Source: an optimization exercise on an open RTL-to-GDS flow (aim: small area, a short achievable clock period and few clock cycles). Production flows keep margins and buffers that such runs may drop.
At most, simulation tests tie the RTL to the original design; equivalence was not proved.
No functional check of the RTL was part of runs 5 and 6.

`design.v`:
```
module gz_sbox (
    input  wire [7:0] a,
    output wire [7:0] y
);
    wire U0 = a[7], U1 = a[6], U2 = a[5], U3 = a[4],
         U4 = a[3], U5 = a[2], U6 = a[1], U7 = a[0];
    wire T1, T2, T3, T4, T5, T6, T7, T8, T9, T10, T11, T12, T13, T14, T15, T16, T17, T18, T19, T20, T21, T22, T23, T24, T25, T26, T27, M1, M2, M3, M4, M5, M6, M7, M8, M9, M10, M11, M12, M13, M14, M15, M16, M17, M18, M19, M20, M21, M22, M23, M46, M47, M48, M49, M50, M51, M52, M53, M54, M55, M56, M57, M58, M59, M60, M61, M62, M63, L0, L1, L2, L3, L4, L5, L6, L7, L8, L9, L10, L11, L12, L13, L14, L15, L16, L17, L18, L19, L20, L21, L22, L23, L24, L25, L26, L27, L28, L29, S0, S1, S2, S3, S4, S5, S6, S7, M37, M38, M39, M40, M41, M42, M43, M44, M45;
    assign T1 = U0 ^ U3;
    assign T2 = U0 ^ U5;
    assign T3 = U0 ^ U6;
    assign T4 = U3 ^ U5;
    assign T5 = U4 ^ U6;
    assign T6 = T1 ^ T5;
    assign T7 = U1 ^ U2;
    assign T8 = U7 ^ T6;
    assign T9 = U7 ^ T7;
    assign T10 = T6 ^ T7;
    assign T11 = U1 ^ U5;
    assign T12 = U2 ^ U5;
    assign T13 = T3 ^ T4;
    assign T14 = T6 ^ T11;
    assign T15 = T5 ^ T11;
    assign T16 = T5 ^ T12;
    assign T17 = T9 ^ T16;
    assign T18 = U3 ^ U7;
    assign T19 = T7 ^ T18;
    assign T20 = T1 ^ T19;
    assign T21 = U6 ^ U7;
    assign T22 = T7 ^ T21;
    assign T23 = T2 ^ T22;
    assign T24 = T2 ^ T10;
    assign T25 = T20 ^ T17;
    assign T26 = T3 ^ T16;
    assign T27 = T1 ^ T12;
    assign M1 = T13 & T6;
    assign M2 = T23 & T8;
    assign M3 = T14 ^ M1;
    assign M4 = T19 & U7;
    assign M5 = M4 ^ M1;
    assign M6 = T3 & T16;
    assign M7 = T22 & T9;
    assign M8 = T26 ^ M6;
    assign M9 = T20 & T17;
    assign M10 = M9 ^ M6;
    assign M11 = T1 & T15;
    assign M12 = T4 & T27;
    assign M13 = M12 ^ M11;
    assign M14 = T2 & T10;
    assign M15 = M14 ^ M11;
    assign M16 = M3 ^ M2;
    assign M17 = M5 ^ T24;
    assign M18 = M8 ^ M7;
    assign M19 = M10 ^ M15;
    assign M20 = M16 ^ M13;
    assign M21 = M17 ^ M15;
    assign M22 = M18 ^ M13;
    assign M23 = M19 ^ T25;
    assign M46 = M44 & T6;
    assign M47 = M40 & T8;
    assign M48 = M39 & U7;
    assign M49 = M43 & T16;
    assign M50 = M38 & T9;
    assign M51 = M37 & T17;
    assign M52 = M42 & T15;
    assign M53 = M45 & T27;
    assign M54 = M41 & T10;
    assign M55 = M44 & T13;
    assign M56 = M40 & T23;
    assign M57 = M39 & T19;
    assign M58 = M43 & T3;
    assign M59 = M38 & T22;
    assign M60 = M37 & T20;
    assign M61 = M42 & T1;
    assign M62 = M45 & T4;
    assign M63 = M41 & T2;
    assign L0 = M61 ^ M62;
    assign L1 = M50 ^ M56;
    assign L2 = M46 ^ M48;
    assign L3 = M47 ^ M55;
    assign L4 = M54 ^ M58;
    assign L5 = M49 ^ M61;
    assign L6 = M62 ^ L5;
    assign L7 = M46 ^ L3;
    assign L8 = M51 ^ M59;
    assign L9 = M52 ^ M53;
    assign L10 = M53 ^ L4;
    assign L11 = M60 ^ L2;
    assign L12 = M48 ^ M51;
    assign L13 = M50 ^ L0;
    assign L14 = M52 ^ M61;
    assign L15 = M55 ^ L1;
    assign L16 = M56 ^ L0;
    assign L17 = M57 ^ L1;
    assign L18 = M58 ^ L8;
    assign L19 = M63 ^ L4;
    assign L20 = L0 ^ L1;
    assign L21 = L1 ^ L7;
    assign L22 = L3 ^ L12;
    assign L23 = L18 ^ L2;
    assign L24 = L15 ^ L9;
    assign L25 = L6 ^ L10;
    assign L26 = L7 ^ L9;
    assign L27 = L8 ^ L10;
    assign L28 = L11 ^ L14;
    assign L29 = L11 ^ L17;
    assign S0 = L6 ^ L24;
    assign S1 = ~(L16 ^ L26);
    assign S2 = ~(L19 ^ L28);
    assign S3 = L6 ^ L21;
    assign S4 = L20 ^ L22;
    assign S5 = L25 ^ L29;
    assign S6 = ~(L13 ^ L27);
    assign S7 = ~(L6 ^ L23);
    reg [8:0] inv;
    always @(*) begin
        case ({M20, M21, M22, M23})
            4'd0: inv = 9'b000000000;
            4'd1: inv = 9'b001111000;
            4'd2: inv = 9'b000110011;
            4'd3: inv = 9'b001001011;
            4'd4: inv = 9'b110011000;
            4'd5: inv = 9'b010100110;
            4'd6: inv = 9'b111010011;
            4'd7: inv = 9'b011011110;
            4'd8: inv = 9'b010010101;
            4'd9: inv = 9'b101110101;
            4'd10: inv = 9'b101000110;
            4'd11: inv = 9'b011101101;
            4'd12: inv = 9'b100001101;
            4'd13: inv = 9'b100111110;
            4'd14: inv = 9'b110101011;
            4'd15: inv = 9'b111100000;
        endcase
    end
    assign {M37, M38, M39, M40, M41, M42, M43, M44, M45} = inv;
    assign y = {S0, S1, S2, S3, S4, S5, S6, S7};
endmodule
module gz_cmac (
    input  wire         clk,
    input  wire         rst,         
    input  wire         start,       
    input  wire [127:0] key,         
    output wire         idle,
    input  wire         in_valid,
    output wire         in_ready,
    input  wire [127:0] in_data,     
    input  wire         in_last,
    input  wire [4:0]   in_bytes,    
    output reg          tag_valid,
    output wire [127:0] tag
);
    localparam [2:0] S_IDLE  = 3'd0,     
                     S_KEY   = 3'd1,     
                     S_SUBK  = 3'd2,     
                     S_LOAD  = 3'd3,     
                     S_WAITF = 3'd4,     
                     S_WAITC = 3'd5,     
                     S_ENC   = 3'd6;     
    reg [2:0]   state;
    reg [127:0] ckey;        
    reg [127:0] subl;        
    reg         lval;
    reg [127:0] st;          
    reg [127:0] rk;          
    reg [3:0]   rnd;         
    reg         last_q;      
    reg         rdy;         
    reg         ks_new;      
    wire r10     = (rnd == 4'd10);
    wire rounds  = (state == S_SUBK) || (state == S_ENC);
    wire s_key   = (state == S_KEY);
    wire s_waitc = (state == S_WAITC);
    assign idle     = (state == S_IDLE);
    assign in_ready = rdy;
    wire take = in_valid && rdy;
    wire [127:0] k1 = {subl[126:0], 1'b0} ^ (subl[127] ? 128'h87 : 128'h0);
    wire [127:0] k2 = {k1[126:0], 1'b0} ^ (k1[127] ? 128'h87 : 128'h0);
    reg [127:0] pad_mask;    
    reg [127:0] pad_bit;     
    integer b;
    always @(*) begin
        for (b = 0; b < 16; b = b + 1) begin
            pad_mask[127 - 8*b -: 8] = (b < in_bytes) ? 8'hff : 8'h00;
            pad_bit [127 - 8*b -: 8] = (b == in_bytes) ? 8'h80 : 8'h00;
        end
    end
    wire         lf   = take && in_last && (in_bytes == 5'd16);
    wire         lp   = take && in_last && (in_bytes != 5'd16);
    wire [127:0] keep = {128{take}} & (in_last ? pad_mask : {128{1'b1}});
    wire [127:0] pbit = {128{take && in_last}} & pad_bit;
    wire [127:0] kx   = ({128{lf}} & k1) | ({128{lp}} & k2);
    reg [7:0] rcon;
    always @(*) begin
        case (ks_new ? 4'd0 : rnd)
            4'd0:  rcon = 8'h01;
            4'd1:  rcon = 8'h02;
            4'd2:  rcon = 8'h04;
            4'd3:  rcon = 8'h08;
            4'd4:  rcon = 8'h10;
            4'd5:  rcon = 8'h20;
            4'd6:  rcon = 8'h40;
            4'd7:  rcon = 8'h80;
            4'd8:  rcon = 8'h1b;
            4'd9:  rcon = 8'h36;
            default: rcon = 8'h00;
        endcase
    end
    wire [127:0] ks_in = ks_new ? ckey : rk;
    wire [31:0] w0 = ks_in[127:96];
    wire [31:0] w1 = ks_in[95:64];
    wire [31:0] w2 = ks_in[63:32];
    wire [31:0] w3 = ks_in[31:0];
    wire [31:0] sw;
    gz_sbox ks0 (.a(w3[23:16]), .y(sw[31:24]));
    gz_sbox ks1 (.a(w3[15:8]),  .y(sw[23:16]));
    gz_sbox ks2 (.a(w3[7:0]),   .y(sw[15:8]));
    gz_sbox ks3 (.a(w3[31:24]), .y(sw[7:0]));
    wire [31:0] n0 = w0 ^ sw ^ {rcon, 24'h0};
    wire [31:0] n1 = w1 ^ n0;
    wire [31:0] n2 = w2 ^ n1;
    wire [31:0] n3 = w3 ^ n2;
    wire [127:0] rk_next = {n0, n1, n2, n3};
    wire [127:0] addk_k = (rounds ? rk : 128'h0) ^
                          ((take || s_key) ? ckey : 128'h0) ^
                          (s_waitc ? st : 128'h0);
    wire [127:0] addk   = (addk_k ^ kx) ^ ((in_data & keep) ^ pbit);
    wire sel_mc = rounds && !r10;
    wire [127:0] sb;
    genvar g;
    generate
        for (g = 0; g < 16; g = g + 1) begin : g_sb
            gz_sbox u_sb (.a(st[8*g+7 -: 8]), .y(sb[8*g+7 -: 8]));
        end
    endgenerate
    wire [127:0] sr;
    generate
        for (g = 0; g < 16; g = g + 1) begin : g_sr
            assign sr[127 - 8*g -: 8] = sb[127 - 8*((((g/4) + (g%4)) % 4)*4 + (g%4)) -: 8];
        end
    endgenerate
    function [7:0] xtime;
        input [7:0] v;
        xtime = {v[6:0], 1'b0} ^ (v[7] ? 8'h1b : 8'h00);
    endfunction
    wire [127:0] ag = sr & {128{rounds}};
    wire [127:0] mg = sr & {128{sel_mc}};
    wire [127:0] st_next;
    generate
        for (g = 0; g < 4; g = g + 1) begin : g_mc
            wire [7:0] a0 = mg[127 - 32*g      -: 8];
            wire [7:0] a1 = mg[127 - 32*g -  8 -: 8];
            wire [7:0] a2 = mg[127 - 32*g - 16 -: 8];
            wire [7:0] a3 = mg[127 - 32*g - 24 -: 8];
            wire [7:0] p01 = a0 ^ a1;
            wire [7:0] p12 = a1 ^ a2;
            wire [7:0] p23 = a2 ^ a3;
            wire [7:0] p30 = a3 ^ a0;
            wire [7:0] t   = p01 ^ p23;
            wire [31:0] d  = {t ^ xtime(p01), t ^ xtime(p12),
                              t ^ xtime(p23), t ^ xtime(p30)};
            assign st_next[127 - 32*g -: 32] =
                (ag[127 - 32*g -: 32] ^ addk[127 - 32*g -: 32]) ^ d;
        end
    endgenerate
    always @(posedge clk) begin
        st <= st_next;
        rk <= rk_next;
        if (idle && start)
            ckey <= key;
        if (state == S_LOAD)
            subl <= st;
    end
    assign tag = tag_valid ? st : 128'h0;
    reg [2:0] state_d;
    reg [3:0] rnd_d;
    reg       lval_d;
    reg       last_d;
    always @(*) begin
        state_d = state;
        rnd_d   = rnd;
        lval_d  = lval;
        last_d  = take ? in_last : last_q;
        if (sel_mc)
            rnd_d = rnd + 4'd1;
        if (take)
            rnd_d = 4'd1;
        case (state)
            S_IDLE: begin
                if (start) begin
                    lval_d  = lval && (key == ckey);
                    state_d = (lval && (key == ckey)) ? S_WAITF : S_KEY;
                end
            end
            S_KEY: begin
                rnd_d   = 4'd1;
                state_d = S_SUBK;
            end
            S_SUBK: begin
                if (r10)
                    state_d = S_LOAD;
            end
            S_LOAD: begin
                lval_d  = 1'b1;
                state_d = S_WAITF;
            end
            S_WAITF, S_WAITC: begin
                if (in_valid)
                    state_d = S_ENC;
            end
            S_ENC: begin
                if (r10 && !take)
                    state_d = last_q ? S_IDLE : S_WAITC;
            end
            default: state_d = S_IDLE;
        endcase
    end
    always @(posedge clk) begin
        if (rst) begin
            state     <= S_IDLE;
            lval      <= 1'b0;
            rnd       <= 4'd0;
            last_q    <= 1'b0;
            tag_valid <= 1'b0;
            ks_new    <= 1'b0;
            rdy       <= 1'b0;
        end else begin
            state     <= state_d;
            lval      <= lval_d;
            rnd       <= rnd_d;
            last_q    <= last_d;
            tag_valid <= (state == S_ENC) && r10 && last_q;
            ks_new    <= (state_d != S_SUBK && state_d != S_ENC) ||
                         (rnd_d == 4'd10);
            rdy       <= (state_d == S_WAITF) || (state_d == S_WAITC) ||
                         (state_d == S_ENC && rnd_d == 4'd10 && !last_d);
        end
    end
endmodule
```
`flow/run.sh`:
```
#!/bin/bash
# Own flow: the standard layout (standard.sh), except that synthesis maps
# the logic with an area-oriented ABC script (flow/abc_map.script) instead of
# ORFS's delay script, which restructures the XOR networks of the S-boxes
# into much larger logic. Everything else, registers included, is the
# standard synthesis; placement, CTS and routing are standard.sh's, with
# plain buffers on the ports.
set -euo pipefail
W=$PWD
ABC_SCRIPT=$W/flow/abc_map.script
cat > $W/own_synth.tcl <<EOS
proc abc {args} {
  set i [lsearch \$args -script]
  if {\$i >= 0} { lset args [expr {\$i + 1}] $ABC_SCRIPT }
  foreach c {xor3_1 xor3_2 xor3_4 xnor3_1 xnor3_2 xnor3_4} {
    lappend args -dont_use sky130_fd_sc_hd__\$c
  }
  yosys abc {*}\$args
}
source $W/synth_recipe.tcl
EOS
sed "s|$W/synth_recipe.tcl|$W/own_synth.tcl|g" $W/standard.sh > $W/own_standard.sh
grep -q own_synth.tcl $W/own_standard.sh
bash $W/own_standard.sh synth > $W/synth.log 2>&1
# The ports' buffers are the platform's plain buf_1 instead of the buffer
# buffer_ports picks on its own (clkdlybuf4s50_1, a slow delay cell).
bash $W/own_standard.sh "BUFFER_PORTS_ARGS=-buffer_cell sky130_fd_sc_hd__buf_1" finish > $W/layout.log 2>&1
```
`flow/abc_map.script`:
```
&get -n
&st
&dch -f
&nf -R 1000
&put
```
`standard.sh`:
```
#!/bin/bash
# synth_recipe.tcl (not shown) runs the flow's synth.tcl, then flattens the netlist and writes it again
# the make line also repeats each setting of config.mk as NAME=value (left out here)
make -C /OpenROAD-flow-scripts/flow DESIGN_CONFIG=/design/flow/config.mk WORK_HOME=/design/flow/orfs CLKGATE_MAP_FILE= SYNTH_SCRIPT=/design/flow/synth_recipe.tcl "${@:-finish}"
```
`config.mk`:
```
export PLATFORM = sky130hd
export DESIGN_NAME = gz_cmac
export DESIGN_NICKNAME = gz_cmac
export VERILOG_FILES = /design/flow/design.v
export SDC_FILE = /design/flow/constraint.sdc
export NUM_CORES = 8
export LEC_CHECK = 0
export CAP_MARGIN = 20
export CORE_MARGIN = 2
export CORE_UTILIZATION = 40
export PLACE_DENSITY = 0.55
export SETUP_SLACK_MARGIN = 4.5
export SLEW_MARGIN = 20
```
`constraint.sdc`:
```
create_clock -name core_clock -period 10.0 [get_ports {clk}]
set_input_delay 2.0000 -clock core_clock [delete_from_list [all_inputs] [get_ports {clk}]]
set_output_delay 2.0000 -clock core_clock [all_outputs]
set_load 0.01 [all_outputs]
```
==> flow_summary.ini, run 1 <==
[status]
run_status = finished clean

[detailed_routing]
via_per_inst = 5.394
wire_per_inst_um = 25.18
totalWireLength_um = 215100
drt_pass1_iterations = 6
detailroute.via_count = 46080
ant_nets = 0
drt_iter0_markers = 4358
remaining_drc_errors = 0

[global_routing]
grt_max_degree = 133
first_global_vias = 43840
global_route.overflow_total = 0
grt_antenna_before_repair = 14
grt_pass1_wl_um = 300900
total_routing_usage_gr_pct = 31.03

[placed_design]
post-dp-hpwl_um = 166500
finalWeightedCongestion = 1.003
placement.io_buffers = 396
number_of_placed_instances_taps_included = 8067

[final_layout]
fin_util_pct = 53.63
final_nets = 7168
layoutNonFillerInstCount = 8542
nFillCells = 11760
post_route_cells_drive_above_1_share_pct = 22.33
layout-area-overhead-vs-synth_pct = 33.51

[setup_path]
worstPathBufferInverterCount = 1
critical_path.startpoint_type = flip-flop
cp_cell_sequence = xor2_4 -> xnor2_4 -> xnor2_1 -> ha_1 -> xnor2_1 -> xnor2_2 -> xor2_2 -> nand2_1 -> o22a_1 -> o21ai_1 -> nor2_1 -> xnor2_2 -> buf_4 -> xor2_1 -> a21oi_1 -> o21ai_1 -> nor2_2 -> nor2_1 -> a21oi_2 -> xnor2_2 -> xnor2_1 -> xnor2_2
worst_ep_required_time_ps = 10510
cpLargestDelayFamily = XOR/XNOR gates
cp-end-kind = flip-flop
worst_ep_arrival_time_ps = 5920
timing.setup.critical_path_class = reg2reg
crit_path_top_delay_cell = sky130_fd_sc_hd__dfxtp_2
timing.critical_path.slowest_cell_delay_ps = 440
worst-path-max-fanout = 8
timing.critical_path.mode_cell = sky130_fd_sc_hd__xnor2_2

[logic_synthesis]
synth_largest_area_cell = sky130_fd_sc_hd__xnor2_1
post_synth_instance_area_um2 = 51820
synth_top_cell_area_share_pct = 31.91
postSynth.topFlopCell = sky130_fd_sc_hd__dfxtp_1
yosys.cell_count.top_type = sky130_fd_sc_hd__xnor2_1
synthCells = 5855
synth_seq_area_share_pct = 25.19
ys_ff_latch = 524
yosys.cell_types.count = 45
synth_enable_flop_cells = 256
synth_async_sr_flop_share_pct = 0
synth.avg_cell_area_um2 = 8.850
postSynthNetCount = 6287
synth_common_cells = sky130_fd_sc_hd__xnor2_1, sky130_fd_sc_hd__xor2_1, sky130_fd_sc_hd__nand2_1, sky130_fd_sc_hd__nor2_1, sky130_fd_sc_hd__a22oi_1
synth.top_cells.by_area = sky130_fd_sc_hd__xnor2_1, sky130_fd_sc_hd__edfxtp_1, sky130_fd_sc_hd__xor2_1, sky130_fd_sc_hd__dfxtp_1, sky130_fd_sc_hd__nand2_1
synthesis.yosys.warnings = 2

[timing]
final_count_of_negative_setup_slack_endpoints = 0
timing.final.max_slew_violations = 0
post-route-min-period_ps = 5403
tightestPinTransition_ps = 1231
timing.fmax_mhz = 185.1
post-route-period-util_pct = 54.03
rsz0062_at_grt = true
worst_clock_skew_ps = 19.21
slew_headroom_pct = 17.17
final-hold-violation-count = 0
fin_setup_tns_ps = 0

[floorplanning]
overall_die_height_um = 363.9
count_of_standard_cell_rows = 132
width_of_the_die_um = 363.9
core_um2 = 129000
fp.dieArea_um2 = 132400
start_util_pct = 40.17
io-pin-count = 397

[clocking]
clock_sink_count = 524
insertion_delay_ps = 670
h_tree_levels = 3
cts-buffers-inserted = 69
number_of_buffers_between_clock_root_and_the_deepest_sink = 3
ctsHoldBuffers = 0
tritoncts = built
clk_root_buffer_cell = sky130_fd_sc_hd__clkbuf_16
path_clk_slew_ps = 60

[flow_run]
drv.max_cap_violation_count = 0

[worst_hold_path]
worstHoldPathType = reg2reg
## metal layers
| metal | GRT usage [%] | wire length [um] |
|---|---|---|
| met1 | 41.36 | 89370 |
| met2 | 49.58 | 97190 |
| met3 | 4.476 | 16260 |
| met4 | 14.28 | 12220 |
| met5 | 0 | 89 |
## kinds of logic after synthesis
family | after synthesis | share of synthesized area, %
AO/OA/AOI/OAI | 742 | 9.086
XOR/XNOR | 2651 | 44.81
multiplexers | 165 | 3.694
flip-flops | 524 | 25.19
adder cells (fa/ha/maj) | 166 | 4.008
AND/OR/NAND/NOR | 1529 | 12.65
buffers and inverters | 78 | 0.5650
## through the flow
| step | hold WS, ps | cell area, um2 | worst slack, ps |
|---|---|---|---|
| 2_1_floorplan | 427.7 | 52530 | 3778 |
| 3_3_place_gp | 432.5 | 56800 | 2516 |
| 3_5_place_dp | 431.6 | 56840 | 2571 |
| 4_1_cts | 447.8 | 63900 | 4358 |
| 5_1_grt | 479.2 | 69170 | 4400 |
| 6_report | 449.0 | 69180 | 4597 |
## final timing paths
kind         slack [ps]   start        end  depth (start not counted)
min                 450  last_q  tag_valid                          2
max reg2reg        4600  st[91]     st[67]                         22
max                4600  st[91]     st[67]                         22
min reg2reg         450  last_q  tag_valid                          2
## sequential cells by signal (all words and copies together), names as in the netlist
register and count:
rdy 1, tag_valid 1, ks_new 1, last_q 1
rnd 4, rk 128, ckey 128, state 3
subl 128, st 128, lval 1
## worst reg2reg max path, cell delays in order (launching register included)
cell and delay, ps:
sky130_fd_sc_hd__dfxtp_2 440, sky130_fd_sc_hd__xor2_4 320, sky130_fd_sc_hd__xnor2_4 200, sky130_fd_sc_hd__xnor2_1 190
sky130_fd_sc_hd__ha_1 280, sky130_fd_sc_hd__xnor2_1 270, sky130_fd_sc_hd__xnor2_2 220, sky130_fd_sc_hd__xor2_2 380
sky130_fd_sc_hd__nand2_1 190, sky130_fd_sc_hd__o22a_1 200, sky130_fd_sc_hd__o21ai_1 310, sky130_fd_sc_hd__nor2_1 130
sky130_fd_sc_hd__xnor2_2 150, sky130_fd_sc_hd__buf_4 170, sky130_fd_sc_hd__xor2_1 180, sky130_fd_sc_hd__a21oi_1 160
sky130_fd_sc_hd__o21ai_1 170, sky130_fd_sc_hd__nor2_2 220, sky130_fd_sc_hd__nor2_1 90, sky130_fd_sc_hd__a21oi_2 230
sky130_fd_sc_hd__xnor2_2 190, sky130_fd_sc_hd__xnor2_1 170, sky130_fd_sc_hd__xnor2_2 400
## cell type report
cell class              instances  area [um2]  share of cell area (%)
diodes                          7       17.52                 0.02532
clock buffers                  98        1991                   2.877
clock inverters                30       267.8                  0.3870
inverters                      78       309.0                  0.4467
multi-input cells            5255       46240                   66.83
flip-flops and latches        524       13290                   19.20
well taps                    1742        2180                   3.150
repair buffers                808        4895                   7.075
## timing repair
| action | CTS | global route |
|---|---|---|
| gates cloned | 3 | 2 |
| setup buffers | 134 | 201 |
| hold endpoints to repair | 0 | 0 |
| gates resized for setup | 613 | 585 |
| endpoints found under the setup margin | 256 | 202 |
| pin swaps | 96 | 219 |
## cells in the final DEF (no fill, tap or decap), types with 150 or more instances in the layout
cell type	count
sky130_fd_sc_hd__xor2_1	536
sky130_fd_sc_hd__xnor2_2	314
sky130_fd_sc_hd__xnor2_1	1490
sky130_fd_sc_hd__nor2_1	346
sky130_fd_sc_hd__buf_1	396
sky130_fd_sc_hd__edfxtp_1	256
sky130_fd_sc_hd__and2_0	150
sky130_fd_sc_hd__ha_1	155
sky130_fd_sc_hd__a22oi_1	271
sky130_fd_sc_hd__nand2_1	721
sky130_fd_sc_hd__buf_4	382
sky130_fd_sc_hd__dfxtp_1	161
sky130_fd_sc_hd__a21oi_1	173
Testbench counts, summed over its fixed seeds: cycles 27,258.
==> inputs of run 2 (changes only) <==
--- a/config.mk
+++ b/config.mk
@@ -11,3 +11,3 @@
 export PLACE_DENSITY = 0.55
-export SETUP_SLACK_MARGIN = 4.5
+export SETUP_SLACK_MARGIN = 3.7
 export SLEW_MARGIN = 20
==> flow_summary.ini, run 2 <==
[logic_synthesis]
yosys.cell_count.top_type = sky130_fd_sc_hd__xnor2_1
synth_top_cell_area_share_pct = 31.91
postSynthNetCount = 6287
synth_seq_area_share_pct = 25.19
synth_async_sr_flop_share_pct = 0
synthesis.yosys.warnings = 2
postSynth.topFlopCell = sky130_fd_sc_hd__dfxtp_1
synthCells = 5855
ys_ff_latch = 524
post_synth_instance_area_um2 = 51820
synth.avg_cell_area_um2 = 8.850
synth_largest_area_cell = sky130_fd_sc_hd__xnor2_1
yosys.cell_types.count = 45
synth_common_cells = sky130_fd_sc_hd__xnor2_1, sky130_fd_sc_hd__xor2_1, sky130_fd_sc_hd__nand2_1, sky130_fd_sc_hd__nor2_1, sky130_fd_sc_hd__a22oi_1
synth_enable_flop_cells = 256
synth.top_cells.by_area = sky130_fd_sc_hd__xnor2_1, sky130_fd_sc_hd__edfxtp_1, sky130_fd_sc_hd__xor2_1, sky130_fd_sc_hd__dfxtp_1, sky130_fd_sc_hd__nand2_1

[clocking]
number_of_buffers_between_clock_root_and_the_deepest_sink = 3
clk_root_buffer_cell = sky130_fd_sc_hd__clkbuf_16
ctsHoldBuffers = 0
insertion_delay_ps = 690
h_tree_levels = 3
tritoncts = built
cts-buffers-inserted = 70
clock_sink_count = 524
path_clk_slew_ps = 60

[final_layout]
final_nets = 6853
mostFrequentLayoutCell = sky130_fd_sc_hd__xnor2_1
nFillCells = 12600
layout.cells.most_common_list = sky130_fd_sc_hd__xnor2_1, sky130_fd_sc_hd__nand2_1, sky130_fd_sc_hd__xor2_1
post_route_cells_drive_above_1_share_pct = 9.602
layoutNonFillerInstCount = 8227
layout-area-overhead-vs-synth_pct = 18.31

[floorplanning]
width_of_the_die_um = 363.9
core_um2 = 129000
count_of_standard_cell_rows = 132
start_util_pct = 40.17
overall_die_height_um = 363.9
fp.dieArea_um2 = 132400
io-pin-count = 397

[global_routing]
first_global_vias = 42630
total_routing_usage_gr_pct = 30.60
global_route.overflow_total = 0
grt_antenna_before_repair = 20
grt_pass1_wl_um = 295000
grt_max_degree = 99

[setup_path]
source_of_the_critical_timing_path = st[35]
worst_ep_required_time_ps = 10600
crit_path_top_delay_cell = sky130_fd_sc_hd__dfxtp_1
cp-end-kind = flip-flop
timing.critical_path.slowest_cell_delay_ps = 590
cp_cell_sequence = xnor2_2 -> xnor2_2 -> xor2_1 -> ha_1 -> xor2_1 -> xnor2_1 -> xnor2_2 -> clkinv_1 -> ha_1 -> nand2b_1 -> o21ai_0 -> o21ai_0 -> nand2b_1 -> xnor2_1 -> xor2_1 -> xnor2_1 -> nand2_1 -> nor2_1 -> xnor2_1 -> xor2_2 -> xor2_1 -> xnor2_1
worst_ep_arrival_time_ps = 6690
timing.critical_path.mode_cell = sky130_fd_sc_hd__xnor2_1
timing.setup.critical_path_class = reg2reg
launching_point_of_the_worst_reg2reg_path = st[35]
worst-path-max-fanout = 8
critical_path.startpoint_type = flip-flop

[detailed_routing]
drt_iter0_markers = 5017
totalWireLength_um = 209400
drt_pass1_iterations = 8
remaining_drc_errors = 0
ant_nets = 0
via_per_inst = 5.417
wire_per_inst_um = 25.46
detailroute.via_count = 44570

[timing]
timing.final.max_slew_violations = 0
fin_setup_tns_ps = 0
final_count_of_negative_setup_slack_endpoints = 0
worst_clock_skew_ps = 43.80
final-hold-violation-count = 0
post-route-period-util_pct = 60.82
rsz0062_at_grt = true
slew_headroom_pct = 24.66
tightestPinTransition_ps = 1120
post-route-min-period_ps = 6082
timing.fmax_mhz = 164.4

[placed_design]
finalWeightedCongestion = 0.9649
placement.io_buffers = 396
post-dp-hpwl_um = 167300
number_of_placed_instances_taps_included = 8056

[worst_hold_path]
worst_hold_startpoint = last_q
worstHoldPathType = reg2reg

[flow_run]
drv.max_cap_violation_count = 0

[status]
run_status = finished clean
## run 2: cell count changes in the layout (fill, tap and decap cells not counted), moves of 38 or more
cell                      before   now
sky130_fd_sc_hd__buf_4       382    90
sky130_fd_sc_hd__xor2_1      536   654
sky130_fd_sc_hd__dfxtp_1     161   218
sky130_fd_sc_hd__xor2_2      149   105
sky130_fd_sc_hd__nor2_1      346   438
sky130_fd_sc_hd__xnor2_1    1490  1713
sky130_fd_sc_hd__dfxtp_4      40     2
sky130_fd_sc_hd__xnor2_2     314   169
sky130_fd_sc_hd__nor2_2       65     7
sky130_fd_sc_hd__xor2_4       78     4
sky130_fd_sc_hd__xnor2_4      86     6
## run 2: cells by family (layout without fill, tap and decap cells)
logic type                 count (synthesis)  count (layout)  share of synthesized area [%]
xor gates and xnor gates                2651            2651                          44.81
buffers and inverters                     78             701                         0.5650
muxes                                    165             165                          3.694
and+or+nand+nor                         1529            1529                          12.65
other                                      0               7                              0
DFF                                      524             524                          25.19
AOI/OAI and AO/OA                        742             742                          9.086
adders and majority gates                166             166                          4.008
## run 2: layer usage
| layer | wire [um] | GRT usage (%) | vias up | part of all wire, % |
|---|---|---|---|---|
| met1 | 89320 | 41.77 | 21560 | 43 |
| met2 | 92080 | 47.83 | 2040 | 44 |
| li1 | - | - | 20570 | - |
| met4 | 10530 | 13.22 | 12 | 5.0 |
| met5 | 82 | 0 | - | 0.039 |
| met3 | 17410 | 4.662 | 383 | 8.3 |
## run 2: final timing paths
path | to | slack (ps) | depth (start not counted)
setup / recovery | st[11] | 3920 | 22
hold reg to reg | tag_valid | 480 | 2
setup reg to reg | st[11] | 3920 | 22
hold / removal | tag_valid | 480 | 2
## run 2: layout make-up
| class | count | area, um2 | area share, % |
|---|---|---|---|
| multi-input combinational | 5253 | 41030 | 66.93 |
| tap | 1742 | 2180 | 3.555 |
| inverter | 78 | 299.0 | 0.4878 |
| clock inverter | 36 | 384.1 | 0.6266 |
| clock buffer | 93 | 1961 | 3.198 |
| timing repair buffer | 494 | 2312 | 3.772 |
| antenna | 7 | 17.52 | 0.02857 |
| sequential | 524 | 13120 | 21.40 |
## run 2: through the flow
stage / worst slack (ps) / hold WS [ps] / utilization [%] / area, um2
2_1_floorplan: 3587 / 427.7 / - / 51920
3_3_place_gp: 2654 / 451.2 / 43.52 / 56130
3_5_place_dp: 2608 / 446.6 / 43.52 / 56130
4_1_cts: 3659 / 485.9 / 46.20 / 59600
5_1_grt: 3612 / 506.9 / 47.52 / 61290
6_report: 3918 / 481.0 / 47.53 / 61300
## run 2: critical path, delay by kind of cell, from the launching register on
kind	cells	cell delay [ps]
compound gates	2	340
flops	1	590
xor+xnor	13	3460
buf+inv	1	210
simple gates	4	740
fa+ha+maj	2	640
## run 2: timing repair
action | 4_1_cts | 5_1_grt
gates resized for setup | 182 | 231
pin swaps | 5 | 15
setup endpoints to repair | 222 | 187
hold endpoints to repair | 0 | 0
buffers inserted | 7 | 26
==> inputs of run 3 (changes only) <==
--- a/config.mk
+++ b/config.mk
@@ -11,3 +11,4 @@
 export PLACE_DENSITY = 0.55
-export SETUP_SLACK_MARGIN = 3.7
+export SETUP_SLACK_MARGIN = 4.3
 export SLEW_MARGIN = 20
+export TNS_END_PERCENT = 20
==> flow_summary.ini, run 3 <==
[logic_synthesis]
synthCells = 5855
ys_ff_latch = 524
yosys.cell_count.top_type = sky130_fd_sc_hd__xnor2_1
postSynth.topFlopCell = sky130_fd_sc_hd__dfxtp_1
synth_seq_area_share_pct = 25.19
synth.avg_cell_area_um2 = 8.850
synth_common_cells = sky130_fd_sc_hd__xnor2_1, sky130_fd_sc_hd__xor2_1, sky130_fd_sc_hd__nand2_1, sky130_fd_sc_hd__nor2_1, sky130_fd_sc_hd__a22oi_1
synth_enable_flop_cells = 256
synthesis.yosys.warnings = 2
synth_top_cell_area_share_pct = 31.91
post_synth_instance_area_um2 = 51820
yosys.cell_types.count = 45
postSynthNetCount = 6287
synth.top_cells.by_area = sky130_fd_sc_hd__xnor2_1, sky130_fd_sc_hd__edfxtp_1, sky130_fd_sc_hd__xor2_1, sky130_fd_sc_hd__dfxtp_1, sky130_fd_sc_hd__nand2_1
synth_largest_area_cell = sky130_fd_sc_hd__xnor2_1
synth_async_sr_flop_share_pct = 0

[clocking]
h_tree_levels = 3
clock_sink_count = 524
ctsHoldBuffers = 0
clk_root_buffer_cell = sky130_fd_sc_hd__clkbuf_16
path_clk_slew_ps = 60
insertion_delay_ps = 680
tritoncts = built
number_of_buffers_between_clock_root_and_the_deepest_sink = 3
cts-buffers-inserted = 70

[detailed_routing]
drt_pass1_iterations = 6
drt_iter0_markers = 4727
totalWireLength_um = 213400
highest-signal-layer = met5
detailroute.via_count = 45460
via_per_inst = 5.410
wl_met3_um = 17450
wire_per_inst_um = 25.39
remaining_drc_errors = 0
met1Wirelength_um = 90860
ant_nets = 0
routed-wl-met2_um = 94760

[placed_design]
finalWeightedCongestion = 0.9995
number_of_placed_instances_taps_included = 8058
post-dp-hpwl_um = 168400
placement.io_buffers = 396

[floorplanning]
fp.dieArea_um2 = 132400
io-pin-count = 397
count_of_standard_cell_rows = 132
start_util_pct = 40.17
width_of_the_die_um = 363.9
core_um2 = 129000
overall_die_height_um = 363.9

[global_routing]
total_routing_usage_gr_pct = 31.05
grt_max_degree = 113
first_global_vias = 43500
grt_antenna_before_repair = 15
grt_pass1_wl_um = 300400
global_route.overflow_total = 0

[timing]
timing.final.max_slew_violations = 0
rsz0062_at_grt = true
whs_ps = 455.0
final-hold-violation-count = 0
timing.fmax_mhz = 176.1
post-route-min-period_ps = 5680
post-route-period-util_pct = 56.80
tightestPinTransition_ps = 1184
slew_headroom_pct = 20.37
fin_setup_tns_ps = 0
worst_clock_skew_ps = 41.51
final_count_of_negative_setup_slack_endpoints = 0

[final_layout]
register_area_um2 = 13270
layout-area-overhead-vs-synth_pct = 26.72
layoutNonFillerInstCount = 8404
area_of_combinational_cells_with_multiple_inputs_um2 = 43930
nFillCells = 12140
post_route_cells_drive_above_1_share_pct = 17.24
mostFrequentLayoutCell = sky130_fd_sc_hd__xnor2_1
final_nets = 7028
layout.cells.most_common_list = sky130_fd_sc_hd__xnor2_1, sky130_fd_sc_hd__nand2_1, sky130_fd_sc_hd__xor2_1

[setup_path]
timing.setup.critical_path_class = reg2reg
critical_path.startpoint_type = flip-flop
worst-path-max-fanout = 8
cp-end-kind = flip-flop
worst_ep_arrival_time_ps = 6220
r2r_end = st[43]
worst_ep_required_time_ps = 10540
worst-r2r-cell-count = 18
launching_point_of_the_worst_reg2reg_path = st[19]
reg2reg_setup_slack_ps = 4320

[worst_hold_path]
min_delay_path_depth = 2
timing.hold.worst_endpoint = tag_valid
worstHoldPathType = reg2reg
worst_hold_startpoint = last_q

[flow_run]
drv.max_cap_violation_count = 0

[status]
run_status = finished clean
[run 3: cell counts after synthesis]
No cell type changed its count.
[run 3: how the worst max path moves through the flow]
stage / startpoint / endpoint / slack, ps / cells past startpoint
finish: st[19] / st[43] / 4320 / 18
global route: ks_new / rk[6] / 4050 / 24
CTS: st[119] / st[1] / 4220 / 20
detailed placement: ks_new / rk[26] / 2280 / 23
global placement: ks_new / rk[25] / 2090 / 23
floorplan: ks_new / rk[18] / 3780 / 19
[run 3: layer usage]
| metal | GRT usage, % | vias to the layer above |
|---|---|---|
| met3 | 4.108 | 369 |
| li1 | - | 20890 |
| met1 | 43.06 | 22150 |
| met5 | 0 | - |
| met2 | 48.35 | 2047 |
| met4 | 13.18 | 4 |
[run 3: timing repair]
item,in CTS,in global routing
setup buffers,69,133
setup endpoints to repair,249,208
cloned,2,3
gates resized for setup,437,395
pin swaps,37,106
[run 3: kinds of logic after synthesis]
logic type	after synthesis	synth area share [%]
xor+xnor	2651	44.81
simple gates	1529	12.65
fa+ha+maj	166	4.008
compound gates	742	9.086
mux	165	3.694
buf+inv	78	0.5650
flops	524	25.19
[run 3: final cells by class]
cell class | count | share of cell area, %
multi-input cells | 5256 | 66.90
flip-flops and latches | 524 | 20.20
repair buffers | 666 | 5.598
well taps | 1742 | 3.319
clock buffers | 97 | 3.121
inverters | 78 | 0.4649
clock inverters | 32 | 0.3544
diodes | 9 | 0.03430
[run 3: critical path: stages (launching register included)]
cell                       delay, ps
sky130_fd_sc_hd__dfxtp_1         410
sky130_fd_sc_hd__xnor2_2         390
sky130_fd_sc_hd__xnor2_1         160
sky130_fd_sc_hd__nor2_1          280
sky130_fd_sc_hd__xor2_2          380
sky130_fd_sc_hd__xnor2_2         260
sky130_fd_sc_hd__clkinv_1        230
sky130_fd_sc_hd__ha_1            370
sky130_fd_sc_hd__nor2_1          260
sky130_fd_sc_hd__o22ai_1         160
sky130_fd_sc_hd__or2_0           280
sky130_fd_sc_hd__xor2_1          420
sky130_fd_sc_hd__xnor2_1         160
sky130_fd_sc_hd__o21ai_1         450
sky130_fd_sc_hd__nor2_1          210
sky130_fd_sc_hd__xor2_1          500
sky130_fd_sc_hd__xnor2_2         250
sky130_fd_sc_hd__xor2_1          220
sky130_fd_sc_hd__xnor2_1         140
[run 3: per-stage QoR]
step           area, um2  setup slack [ps]  utilization (%)
2_1_floorplan      52490              3778                -
3_3_place_gp       56690              2094            43.95
3_5_place_dp       56690              2283            43.95
4_1_cts            62110              4215            48.15
5_1_grt            65650              4048            50.90
6_report           65660              4320            50.91
==> inputs of run 4 (changes only) <==
--- a/config.mk
+++ b/config.mk
@@ -11,4 +11,3 @@
 export PLACE_DENSITY = 0.55
-export SETUP_SLACK_MARGIN = 4.3
+export SETUP_SLACK_MARGIN = 4
 export SLEW_MARGIN = 20
-export TNS_END_PERCENT = 20
==> flow_summary.ini, run 4 <==
[status]
run_status = finished clean

[timing]
rsz0062_at_grt = true
timing.final.max_slew_violations = 0
slew_headroom_pct = 17.67
worst_clock_skew_ps = 29.94
final-hold-violation-count = 0
fin_setup_tns_ps = 0
final_count_of_negative_setup_slack_endpoints = 0
tightestPinTransition_ps = 1224
post-route-period-util_pct = 58.71
post-route-min-period_ps = 5871
timing.fmax_mhz = 170.3
layout_setup_ws_ps = 4129

[detailed_routing]
totalWireLength_um = 209500
routed-wl-met2_um = 91520
detailroute.via_count = 44620
wire_per_inst_um = 25.23
met1Wirelength_um = 90310
drt_iter0_markers = 4284
drt_pass1_iterations = 5
ant_nets = 0
via_per_inst = 5.374
highest-signal-layer = met5
remaining_drc_errors = 0
wl_met3_um = 16350

[clocking]
clock_sink_count = 524
clk_root_buffer_cell = sky130_fd_sc_hd__clkbuf_16
number_of_buffers_between_clock_root_and_the_deepest_sink = 3
cts-buffers-inserted = 67
path_clk_slew_ps = 60
insertion_delay_ps = 660
tritoncts = built
h_tree_levels = 3

[global_routing]
total_routing_usage_gr_pct = 30.52
grt_antenna_before_repair = 18
grt_max_degree = 83
grt_pass1_wl_um = 295500
global_route.overflow_total = 0
first_global_vias = 42820

[logic_synthesis]
synth_async_sr_flop_share_pct = 0
ys_ff_latch = 524
postSynthNetCount = 6287
synth.avg_cell_area_um2 = 8.850
synthCells = 5855
synth_largest_area_cell = sky130_fd_sc_hd__xnor2_1
synthesis.yosys.warnings = 2
yosys.cell_count.top_type = sky130_fd_sc_hd__xnor2_1
synth_seq_area_share_pct = 25.19
synth.top_cells.by_area = sky130_fd_sc_hd__xnor2_1, sky130_fd_sc_hd__edfxtp_1, sky130_fd_sc_hd__xor2_1, sky130_fd_sc_hd__dfxtp_1, sky130_fd_sc_hd__nand2_1
postSynth.topFlopCell = sky130_fd_sc_hd__dfxtp_1
synth_enable_flop_cells = 256
yosys.cell_types.count = 45
post_synth_instance_area_um2 = 51820
synth_top_cell_area_share_pct = 31.91
synth_common_cells = sky130_fd_sc_hd__xnor2_1, sky130_fd_sc_hd__xor2_1, sky130_fd_sc_hd__nand2_1, sky130_fd_sc_hd__nor2_1, sky130_fd_sc_hd__a22oi_1

[final_layout]
layout-area-overhead-vs-synth_pct = 22.02
layout.cells.most_common_list = sky130_fd_sc_hd__xnor2_1, sky130_fd_sc_hd__nand2_1, sky130_fd_sc_hd__xor2_1
postLayoutCellArea_um2 = 63230
final_nets = 6931
layoutNonFillerInstCount = 8303
post_route_cells_drive_above_1_share_pct = 13.27
mostFrequentLayoutCell = sky130_fd_sc_hd__xnor2_1

[setup_path]
cp-end-kind = flip-flop
worst_ep_required_time_ps = 10570
timing.setup.critical_path_class = reg2reg
worst_ep_arrival_time_ps = 6440
worst-r2r-cell-count = 19
worst-path-max-fanout = 7
critical_path.startpoint_type = flip-flop

[placed_design]
number_of_placed_instances_taps_included = 8078
dp_worst_setup_slack_ps = 2564
post-dp-hpwl_um = 165900
placement.io_buffers = 396
post_dp_cell_area_um2 = 56700
finalWeightedCongestion = 1.010

[floorplanning]
core_um2 = 129000
width_of_the_die_um = 363.9
start_util_pct = 40.17
overall_die_height_um = 363.9
count_of_standard_cell_rows = 132
io-pin-count = 397
fp.dieArea_um2 = 132400

[flow_run]
drv.max_cap_violation_count = 0

[worst_hold_path]
min_delay_path_depth = 2
worstHoldPathType = reg2reg
run 4: changes by cell type in the layout (fill, tap and decap cells not counted), moves of 26 or more:
cell	delta
sky130_fd_sc_hd__nor2_2	-37
sky130_fd_sc_hd__nor2_1	+46
sky130_fd_sc_hd__xnor2_4	-26
sky130_fd_sc_hd__xnor2_2	-45
sky130_fd_sc_hd__xnor2_1	+72
sky130_fd_sc_hd__buf_4	-90
run 4: area by class of cell:
type	count	area, um2
Tap cell	1742	2180
Multi-Input combinational cell	5256	42400
Inverter	78	304.0
Antenna cell	7	17.52
Clock inverter	30	287.8
Timing Repair Buffer	572	2883
Clock buffer	94	1964
Sequential cell	524	13190
Fill cell	12410	65760
run 4: metrics by stage:
stage               utilization [%]  hold WS (ps)
finish                        49.02         448.6
global route                  49.00         461.9
CTS                           47.05         430.5
floorplan                         -         427.7
global placement              43.92         434.8
detailed placement            43.95         430.2
run 4: repair_timing:
item                       in CTS  in global routing
gates resized for setup       262                313
buffers inserted               26                 64
setup endpoints to repair     236                198
pin swaps                      12                 52
gates cloned                    1                  3
hold buffers                    0                  0
run 4: worst paths after layout:
| kind | start | endpoint | slack, ps |
|---|---|---|---|
| min reg2reg | last_q | tag_valid | 450 |
| max reg2reg | st[105] | st[59] | 4130 |
| min | last_q | tag_valid | 450 |
| max | st[105] | st[59] | 4130 |
run 4: logic make-up after synthesis:
group	synth area share [%]
AO/OA/AOI/OAI	9.086
buffers and inverters	0.5650
AND/OR/NAND/NOR	12.65
flip-flops	25.19
adder cells (fa/ha/maj)	4.008
XOR/XNOR	44.81
multiplexers	3.694
run 4: per-layer routing:
metal / vias up / GRT usage (%)
met1: 21540 / 41.94
met3: 362 / 4.202
met5: - / 0.8715
li1: 20720 / -
met4: 12 / 14.03
met2: 1985 / 47.27
run 4: critical path, stage by stage, from the launching register on:
cell and delay (ps):
sky130_fd_sc_hd__dfxtp_2 450, sky130_fd_sc_hd__xnor2_2 400, sky130_fd_sc_hd__xor2_2 290, sky130_fd_sc_hd__xnor2_1 220, sky130_fd_sc_hd__ha_1 290, sky130_fd_sc_hd__xor2_1 170
sky130_fd_sc_hd__xnor2_1 280, sky130_fd_sc_hd__xnor2_2 210, sky130_fd_sc_hd__clkinv_1 200, sky130_fd_sc_hd__ha_1 210, sky130_fd_sc_hd__mux4_2 470, sky130_fd_sc_hd__nor2_1 200
sky130_fd_sc_hd__xor2_2 380, sky130_fd_sc_hd__xor2_1 190, sky130_fd_sc_hd__o21ai_0 530, sky130_fd_sc_hd__nor2_1 220, sky130_fd_sc_hd__xnor2_1 400, sky130_fd_sc_hd__xnor2_2 220
sky130_fd_sc_hd__xnor2_1 280, sky130_fd_sc_hd__xnor2_1 170
==> inputs of run 5 (changes only) <==
--- a/design.v
+++ b/design.v
@@ -217,6 +217,10 @@
     gz_sbox ks3 (.a(w3[31:24]), .y(sw[7:0]));
-    wire [31:0] n0 = w0 ^ sw ^ {rcon, 24'h0};
-    wire [31:0] n1 = w1 ^ n0;
-    wire [31:0] n2 = w2 ^ n1;
-    wire [31:0] n3 = w3 ^ n2;
+    wire [31:0] q0 = w0 ^ {rcon, 24'h0};
+    wire [31:0] q1 = q0 ^ w1;
+    wire [31:0] q2 = q1 ^ w2;
+    wire [31:0] q3 = q2 ^ w3;
+    wire [31:0] n0 = sw ^ q0;
+    wire [31:0] n1 = sw ^ q1;
+    wire [31:0] n2 = sw ^ q2;
+    wire [31:0] n3 = sw ^ q3;
     wire [127:0] rk_next = {n0, n1, n2, n3};
==> flow_summary.ini, run 5 <==
[final_layout]
post_route_cells_drive_above_1_share_pct = 14.75
layout.cells.most_common_list = sky130_fd_sc_hd__xnor2_1, sky130_fd_sc_hd__nand2_1, sky130_fd_sc_hd__xor2_1
postLayoutCellArea_um2 = 65280
layout-area-overhead-vs-synth_pct = 24.65
fin_util_pct = 50.35
mostFrequentLayoutCell = sky130_fd_sc_hd__xnor2_1
final_nets = 7097

[logic_synthesis]
synthesis.yosys.warnings = 2
synth.top_cells.by_area = sky130_fd_sc_hd__xnor2_1, sky130_fd_sc_hd__edfxtp_1, sky130_fd_sc_hd__xor2_1, sky130_fd_sc_hd__dfxtp_1, sky130_fd_sc_hd__nand2_1
synthCells = 5926
synth_seq_area_share_pct = 24.92
ys_ff_latch = 524
synth_enable_flop_cells = 256
synth_top_cell_area_share_pct = 31.67
yosys.cell_count.top_type = sky130_fd_sc_hd__xnor2_1
synth_common_cells = sky130_fd_sc_hd__xnor2_1, sky130_fd_sc_hd__xor2_1, sky130_fd_sc_hd__nand2_1, sky130_fd_sc_hd__nor2_1, sky130_fd_sc_hd__dfxtp_1
postSynthNetCount = 6374
yosys.cell_types.count = 48
postSynth.topFlopCell = sky130_fd_sc_hd__dfxtp_1
synth_async_sr_flop_share_pct = 0
synth.avg_cell_area_um2 = 8.838
synth_largest_area_cell = sky130_fd_sc_hd__xnor2_1
post_synth_instance_area_um2 = 52370

[setup_path]
timing.setup.critical_path_class = reg2reg
r2r_end = st[13]
cpLargestDelayFamily = XOR/XNOR gates
worst_ep_arrival_time_ps = 6420
timing.critical_path.mode_cell = sky130_fd_sc_hd__xor2_1
source_of_the_critical_timing_path = st[117]
worstSetupEndpoint = st[13]
timing.critical_path.slowest_cell_delay_ps = 520
cp-end-kind = flip-flop
cp_cell_sequence = xor2_2 -> xor2_2 -> xor2_1 -> ha_1 -> xor2_1 -> xnor2_1 -> xnor2_2 -> clkinv_1 -> ha_1 -> nand2_1 -> a31oi_1 -> nand2_1 -> xor2_1 -> xor2_1 -> a21oi_1 -> o21ai_1 -> nor2_1 -> a21oi_1 -> xor2_2 -> xnor2_1
crit_path_top_delay_cell = sky130_fd_sc_hd__o21ai_1
critical_path.startpoint_type = flip-flop
worstPathBufferInverterCount = 1
worst_ep_required_time_ps = 10520
worst-path-max-fanout = 6
reg2reg_setup_slack_ps = 4100
worst-r2r-cell-count = 20
launching_point_of_the_worst_reg2reg_path = st[117]
timing.critical_path.depth = 20

[floorplanning]
width_of_the_die_um = 365.8
count_of_standard_cell_rows = 132
overall_die_height_um = 365.8
core_um2 = 129600
io-pin-count = 397
fp.dieArea_um2 = 133800
start_util_pct = 40.39

[placed_design]
post-dp-hpwl_um = 169300
post_dp_cell_area_um2 = 57290
placement.io_buffers = 396
finalWeightedCongestion = 0.9939

[detailed_routing]
drt_iter0_markers = 4725
totalWireLength_um = 214900
via_per_inst = 5.410
remaining_drc_errors = 0
detailroute.via_count = 45720
ant_nets = 0
drt_pass1_iterations = 6
wire_per_inst_um = 25.43

[global_routing]
grt_pass1_wl_um = 303400
total_routing_usage_gr_pct = 30.65
grt_max_degree = 140
first_global_vias = 43640
grt_antenna_before_repair = 21
global_route.overflow_total = 0

[timing]
fin_setup_tns_ps = 0
timing.fmax_mhz = 169.6
final_count_of_negative_setup_slack_endpoints = 0
rsz0062_at_grt = true
worst_clock_skew_ps = 27.66
slew_headroom_pct = 20.51
tightestPinTransition_ps = 1192
post-route-min-period_ps = 5895
final-hold-violation-count = 0
timing.final.max_slew_violations = 0
post-route-period-util_pct = 58.95

[clocking]
tritoncts = built
cts-buffers-inserted = 69
insertion_delay_ps = 680
clock_sink_count = 524
number_of_buffers_between_clock_root_and_the_deepest_sink = 3
ctsHoldBuffers = 0
h_tree_levels = 3
clk_root_buffer_cell = sky130_fd_sc_hd__clkbuf_16
path_clk_slew_ps = 60

[flow_run]
drv.max_cap_violation_count = 0

[status]
run_status = finished clean

[worst_hold_path]
worstHoldPathType = reg2reg
run 5: logic make-up (layout without fill, tap and decap cells):
kind of cell	count (synthesis)	count (layout)	share of synthesized area, %
xor gates and xnor gates	2722	2722	45.52
and+or+nand+nor	1560	1560	12.85
AOI/OAI and AO/OA	728	728	9.095
DFF	524	524	24.92
adders and majority gates	182	182	4.348
muxes	137	137	2.740
buffers and inverters	73	851	0.5232
other	0	4	0
run 5: through the flow:
| step | cells | setup slack, ps | hold slack, ps |
|---|---|---|---|
| after floorplan | 5926 | 3812 | 440.9 |
| after global placement | 8148 | 2693 | 470.4 |
| after detailed placement | 8148 | 2716 | 489.5 |
| after CTS | 8295 | 3928 | 490.6 |
| after global routing | 8447 | 3876 | 516.7 |
| final | 8450 | 4105 | 496.1 |
run 5: metal layers:
layer	global-route usage, %	share of wire [%]	vias to the layer above
li1	-	-	21070
met1	42.21	43	22220
met2	48.74	45	2066
met3	4.177	7.9	352
met4	11.25	4.2	12
met5	0	0.040	-
run 5: cell type report:
type	instances	area [um2]
fillers	12370	64370
multi-input cells	5329	43570
flip-flops and latches	524	13140
repair buffers	652	3679
well taps	1742	2180
clock buffers	98	2042
clock inverters	28	361.6
inverters	73	289.0
diodes	4	10.01
run 5: repair_timing:
action / 4_1_cts / 5_1_grt
resized for setup: 333 / 281
pin swaps: 20 / 81
cloned: 1 / 1
buffers inserted: 20 / 149
setup endpoints to repair: 252 / 204
run 5: worst register-to-register path: stages (launching register included):
cell and delay [ps]:
sky130_fd_sc_hd__dfxtp_2 450, sky130_fd_sc_hd__xor2_2 300, sky130_fd_sc_hd__xor2_2 320, sky130_fd_sc_hd__xor2_1 250
sky130_fd_sc_hd__ha_1 280, sky130_fd_sc_hd__xor2_1 170, sky130_fd_sc_hd__xnor2_1 160, sky130_fd_sc_hd__xnor2_2 320
sky130_fd_sc_hd__clkinv_1 230, sky130_fd_sc_hd__ha_1 370, sky130_fd_sc_hd__nand2_1 70, sky130_fd_sc_hd__a31oi_1 260
sky130_fd_sc_hd__nand2_1 150, sky130_fd_sc_hd__xor2_1 300, sky130_fd_sc_hd__xor2_1 330, sky130_fd_sc_hd__a21oi_1 120
sky130_fd_sc_hd__o21ai_1 520, sky130_fd_sc_hd__nor2_1 200, sky130_fd_sc_hd__a21oi_1 390, sky130_fd_sc_hd__xor2_2 400
sky130_fd_sc_hd__xnor2_1 170
run 5: worst min-delay path by stage:
| stage | from | to | slack [ps] | depth (start not counted) |
|---|---|---|---|---|
| after floorplan | last_q | tag_valid | 440 | 2 |
| after global placement | lval | lval | 470 | 2 |
| after detailed placement | lval | lval | 490 | 2 |
| after CTS | last_q | tag_valid | 490 | 2 |
| after global routing | last_q | tag_valid | 520 | 2 |
| final | last_q | tag_valid | 500 | 2 |
==> inputs of run 6 (changes only) <==
--- a/design.v
+++ b/design.v
@@ -6,3 +6,3 @@
          U4 = a[3], U5 = a[2], U6 = a[1], U7 = a[0];
-    wire T1, T2, T3, T4, T5, T6, T7, T8, T9, T10, T11, T12, T13, T14, T15, T16, T17, T18, T19, T20, T21, T22, T23, T24, T25, T26, T27, M1, M2, M3, M4, M5, M6, M7, M8, M9, M10, M11, M12, M13, M14, M15, M16, M17, M18, M19, M20, M21, M22, M23, M46, M47, M48, M49, M50, M51, M52, M53, M54, M55, M56, M57, M58, M59, M60, M61, M62, M63, L0, L1, L2, L3, L4, L5, L6, L7, L8, L9, L10, L11, L12, L13, L14, L15, L16, L17, L18, L19, L20, L21, L22, L23, L24, L25, L26, L27, L28, L29, S0, S1, S2, S3, S4, S5, S6, S7, M37, M38, M39, M40, M41, M42, M43, M44, M45;
+    wire T1, T2, T3, T4, T5, T6, T7, T8, T9, T10, T11, T12, T13, T14, T15, T16, T17, T18, T19, T20, T21, T22, T23, T24, T25, T26, T27, M1, M2, M3, M4, M5, M6, M7, M8, M9, M10, M11, M12, M13, M14, M15, M16, M17, M18, M19, M20, M21, M22, M23, M46, M47, M48, M49, M50, M51, M52, M53, M54, M55, M56, M57, M58, M59, M60, M61, M62, M63, N0, N1, N2, N3, N4, N5, N6, N7, N8, N9, N10, N11, N12, N13, N14, N15, N16, N17, N18, N19, N20, N21, N22, N23, N24, N25, N26, N27, N28, N29, N30, N31, N32, S0, S1, S2, S3, S4, S5, S6, S7, M37, M38, M39, M40, M41, M42, M43, M44, M45;
     assign T1 = U0 ^ U3;
@@ -75,40 +75,43 @@
     assign M63 = M41 & T2;
-    assign L0 = M61 ^ M62;
-    assign L1 = M50 ^ M56;
-    assign L2 = M46 ^ M48;
-    assign L3 = M47 ^ M55;
-    assign L4 = M54 ^ M58;
-    assign L5 = M49 ^ M61;
-    assign L6 = M62 ^ L5;
-    assign L7 = M46 ^ L3;
-    assign L8 = M51 ^ M59;
-    assign L9 = M52 ^ M53;
-    assign L10 = M53 ^ L4;
-    assign L11 = M60 ^ L2;
-    assign L12 = M48 ^ M51;
-    assign L13 = M50 ^ L0;
-    assign L14 = M52 ^ M61;
-    assign L15 = M55 ^ L1;
-    assign L16 = M56 ^ L0;
-    assign L17 = M57 ^ L1;
-    assign L18 = M58 ^ L8;
-    assign L19 = M63 ^ L4;
-    assign L20 = L0 ^ L1;
-    assign L21 = L1 ^ L7;
-    assign L22 = L3 ^ L12;
-    assign L23 = L18 ^ L2;
-    assign L24 = L15 ^ L9;
-    assign L25 = L6 ^ L10;
-    assign L26 = L7 ^ L9;
-    assign L27 = L8 ^ L10;
-    assign L28 = L11 ^ L14;
-    assign L29 = L11 ^ L17;
-    assign S0 = L6 ^ L24;
-    assign S1 = ~(L16 ^ L26);
-    assign S2 = ~(L19 ^ L28);
-    assign S3 = L6 ^ L21;
-    assign S4 = L20 ^ L22;
-    assign S5 = L25 ^ L29;
-    assign S6 = ~(L13 ^ L27);
-    assign S7 = ~(L6 ^ L23);
+    assign N0 = M61 ^ M62;
+    assign N1 = M56 ^ N0;
+    assign N2 = M55 ^ N1;
+    assign N3 = M49 ^ M50;
+    assign N4 = M54 ^ M58;
+    assign N5 = M46 ^ M48;
+    assign N6 = M52 ^ M53;
+    assign N7 = M46 ^ M47;
+    assign N8 = M50 ^ M51;
+    assign N9 = N5 ^ N8;
+    assign N10 = M59 ^ N0;
+    assign N11 = M53 ^ N4;
+    assign N12 = M60 ^ N5;
+    assign N13 = N11 ^ N12;
+    assign N14 = N6 ^ N7;
+    assign N15 = N14 ^ N2;
+    assign N16 = N3 ^ N6;
+    assign N17 = N16 ^ N2;
+    assign N18 = N3 ^ N7;
+    assign N19 = N2 ^ N18;
+    assign N20 = N8 ^ N11;
+    assign N21 = N20 ^ N10;
+    assign N22 = N7 ^ N9;
+    assign N23 = N22 ^ N2;
+    assign N24 = M61 ^ M63;
+    assign N25 = N6 ^ N24;
+    assign N26 = N13 ^ N25;
+    assign N27 = M58 ^ N3;
+    assign N28 = N9 ^ N27;
+    assign N29 = N28 ^ N10;
+    assign N30 = M57 ^ N3;
+    assign N31 = N1 ^ N30;
+    assign N32 = N13 ^ N31;
+    assign S0 = N17;
+    assign S1 = ~N15;
+    assign S2 = ~N26;
+    assign S3 = N19;
+    assign S4 = N23;
+    assign S5 = N32;
+    assign S6 = ~N21;
+    assign S7 = ~N29;
     reg [8:0] inv;
@@ -217,10 +220,6 @@
     gz_sbox ks3 (.a(w3[31:24]), .y(sw[7:0]));
-    wire [31:0] q0 = w0 ^ {rcon, 24'h0};
-    wire [31:0] q1 = q0 ^ w1;
-    wire [31:0] q2 = q1 ^ w2;
-    wire [31:0] q3 = q2 ^ w3;
-    wire [31:0] n0 = sw ^ q0;
-    wire [31:0] n1 = sw ^ q1;
-    wire [31:0] n2 = sw ^ q2;
-    wire [31:0] n3 = sw ^ q3;
+    wire [31:0] n0 = w0 ^ sw ^ {rcon, 24'h0};
+    wire [31:0] n1 = w1 ^ n0;
+    wire [31:0] n2 = w2 ^ n1;
+    wire [31:0] n3 = w3 ^ n2;
     wire [127:0] rk_next = {n0, n1, n2, n3};
==> flow_summary.ini, run 6 <==
[status]
run_status = finished clean

[final_layout]
layout-area-overhead-vs-synth_pct = 25.16
layoutNonFillerInstCount = 8142
postLayoutCellArea_um2 = 63840
mostFrequentLayoutCell = sky130_fd_sc_hd__xnor2_1
area_of_combinational_cells_with_multiple_inputs_um2 = 42470
nFillCells = 11990
post_route_cells_drive_above_1_share_pct = 15.85

[clocking]
tritoncts = built
path_clk_slew_ps = 60
insertion_delay_ps = 680
clock_sink_count = 524
number_of_buffers_between_clock_root_and_the_deepest_sink = 3
cts-buffers-inserted = 68
h_tree_levels = 3
clk_root_buffer_cell = sky130_fd_sc_hd__clkbuf_16

[placed_design]
number_of_placed_instances_taps_included = 7848
placement.io_buffers = 396
post_dp_cell_area_um2 = 55520
dp_worst_setup_slack_ps = 2541
finalWeightedCongestion = 0.9664

[setup_path]
worst_ep_arrival_time_ps = 6490
timing.setup.critical_path_class = reg2reg
worst-path-max-fanout = 4
worst_ep_required_time_ps = 10570
r2r_end = st[85]
launching_point_of_the_worst_reg2reg_path = st[11]
cp-end-kind = flip-flop
critical_path.startpoint_type = flip-flop
worst-r2r-cell-count = 20

[logic_synthesis]
synth_enable_flop_cells = 256
synth_seq_area_share_pct = 25.59
postSynthNetCount = 6158
yosys.cell_types.count = 50
ys_ff_latch = 524
synth_common_cells = sky130_fd_sc_hd__xnor2_1, sky130_fd_sc_hd__xor2_1, sky130_fd_sc_hd__nand2_1, sky130_fd_sc_hd__nor2_1, sky130_fd_sc_hd__a22oi_1
synth_largest_area_cell = sky130_fd_sc_hd__xnor2_1
postSynth.topFlopCell = sky130_fd_sc_hd__dfxtp_1
synth_top_cell_area_share_pct = 29.76
synth.top_cells.by_area = sky130_fd_sc_hd__xnor2_1, sky130_fd_sc_hd__edfxtp_1, sky130_fd_sc_hd__xor2_1, sky130_fd_sc_hd__dfxtp_1, sky130_fd_sc_hd__nand2_1
synth_async_sr_flop_share_pct = 0
synth.avg_cell_area_um2 = 8.903

[timing]
tightestPinTransition_ps = 1143
timing.fmax_mhz = 169.1
post-route-period-util_pct = 59.13
post-route-min-period_ps = 5913
final-hold-violation-count = 0
fin_setup_tns_ps = 0
final_count_of_negative_setup_slack_endpoints = 0

[floorplanning]
fp.dieArea_um2 = 130400
width_of_the_die_um = 361.1
core_um2 = 127000

[global_routing]
grt_max_degree = 70
first_global_vias = 43020
global_route.overflow_total = 0
grt_antenna_before_repair = 12
grt_pass1_wl_um = 296900
total_routing_usage_gr_pct = 31.05

[flow_run]
drv.max_cap_violation_count = 0

[detailed_routing]
via_per_inst = 5.451
ant_nets = 0
detailroute.via_count = 44380
drt_iter0_markers = 4656
drt_pass1_iterations = 6
wire_per_inst_um = 25.84

[worst_hold_path]
worst_hold_startpoint = last_q
worstHoldPathType = reg2reg
## run 6: changes by cell type after synthesis, moves of 11 or more
cell	delta
sky130_fd_sc_hd__a21oi_1	+32
sky130_fd_sc_hd__mux4_2	+20
sky130_fd_sc_hd__ha_1	-19
sky130_fd_sc_hd__o221ai_1	-18
sky130_fd_sc_hd__nand2_1	+90
sky130_fd_sc_hd__nand2b_1	+16
sky130_fd_sc_hd__xnor2_1	-161
sky130_fd_sc_hd__o41ai_1	+11
sky130_fd_sc_hd__nor2_1	-138
sky130_fd_sc_hd__nor2b_1	-45
sky130_fd_sc_hd__xor2_1	+19
sky130_fd_sc_hd__nand3_1	+11
## run 6: cell type report
type	instances	area share [%]
Tap cell	1662	3.257
Antenna cell	1	0.003920
Clock buffer	94	3.177
Sequential cell	524	20.66
Multi-Input combinational cell	5129	66.52
Inverter	76	0.4527
Clock inverter	32	0.6722
Timing Repair Buffer	624	5.256
## run 6: layer usage
layer  up-vias  GRT usage, %  wire [um]
li1      20430             -          -
met1     21570         42.11      88990
met2      1989         48.33      92630
met3       385         4.767      17220
met4         8         14.68      11500
met5         -             0         46
## run 6: how the worst max path moves through the flow
stage	endpoint	slack, ps	depth (start not counted)
floorplan	rk[11]	3910	21
global placement	rk[3]	2510	22
detailed placement	rk[3]	2540	21
CTS	rk[3]	3880	23
global route	st[3]	3910	22
finish	st[85]	4090	20
## run 6: logic make-up after synthesis
kind of cell	after synthesis	synth area share, %
mux	163	3.817
simple gates	1491	12.55
xor+xnor	2580	44.30
fa+ha+maj	163	3.998
buf+inv	76	0.5593
flops	524	25.59
compound gates	732	9.189
## run 6: repair_timing
item,in CTS,in global routing
gates resized for setup,385,342
cloned,0,1
endpoints found under the setup margin,246,197
setup buffers,54,112
pin swaps,30,67
hold buffers,0,0
## run 6: per-stage QoR
stage	hold slack [ps]	util (%)
2_1_floorplan	440.3	-
3_3_place_gp	442.0	43.70
3_5_place_dp	448.6	43.70
4_1_cts	457.7	47.82
5_1_grt	482.6	50.25
6_report	465.9	50.26
## run 6: critical path, stage by stage (launching register included)
cell                      delay (ps)
sky130_fd_sc_hd__dfxtp_1         540
sky130_fd_sc_hd__xor2_2          340
sky130_fd_sc_hd__xor2_1          330
sky130_fd_sc_hd__xnor2_1         200
sky130_fd_sc_hd__ha_1            270
sky130_fd_sc_hd__xor2_1          190
sky130_fd_sc_hd__xnor2_2         280
sky130_fd_sc_hd__xor2_2          300
sky130_fd_sc_hd__buf_4           190
sky130_fd_sc_hd__mux4_2          510
sky130_fd_sc_hd__nand2_1         100
sky130_fd_sc_hd__xor2_1          270
sky130_fd_sc_hd__xor2_1          250
sky130_fd_sc_hd__xnor2_2         120
sky130_fd_sc_hd__xnor2_1         650
sky130_fd_sc_hd__nor2_1          210
sky130_fd_sc_hd__nand2_1         260
sky130_fd_sc_hd__xnor2_2         190
sky130_fd_sc_hd__xor2_2          300
sky130_fd_sc_hd__buf_4           190
sky130_fd_sc_hd__xnor2_1         120

-- re-timing with driven ports --
In the flow no input, the clock included, has a driving cell. The finished layouts below were timed again as built, in two steps.
Step 1: set_driving_cell puts a clkbuf_16 on clk and a buf_2 on each other input, an assumption about the parent block.
Step 2 times the ports against the registers' clock, not the clock port: input delays grow and output delays shrink by t, the midpoint of the rising clock arrivals with the driver on.
Slacks: ideal / step 1 / step 2; pairs: ideal / step 1.
run | shift t [ns] | slack for setup (ns) | worst setup path after step 2 | latest minus earliest clock arrival (ns)
run 1 | 0.739 | 4.597 / 4.597 / 3.906 | input to register | 0.019 / 0.020
run 2 | 0.745 | 3.918 / 3.918 / 3.827 | input to register | 0.045 / 0.044
run 3 | 0.736 | 4.320 / 4.320 / 3.733 | input to register | 0.042 / 0.042
run 4 | 0.720 | 4.129 / 4.129 / 3.833 | input to register | 0.030 / 0.030
run 5 | 0.742 | 4.105 / 4.105 / 3.751 | input to register | 0.032 / 0.031
run 6 | 0.720 | 4.087 / 4.087 / 3.568 | input to register | 0.047 / 0.046
After both steps every run listed still meets setup and hold. For run 1, which loses most, drivers alone change the setup slack by 0.000 ns; drivers and shift together by -0.691 ns.
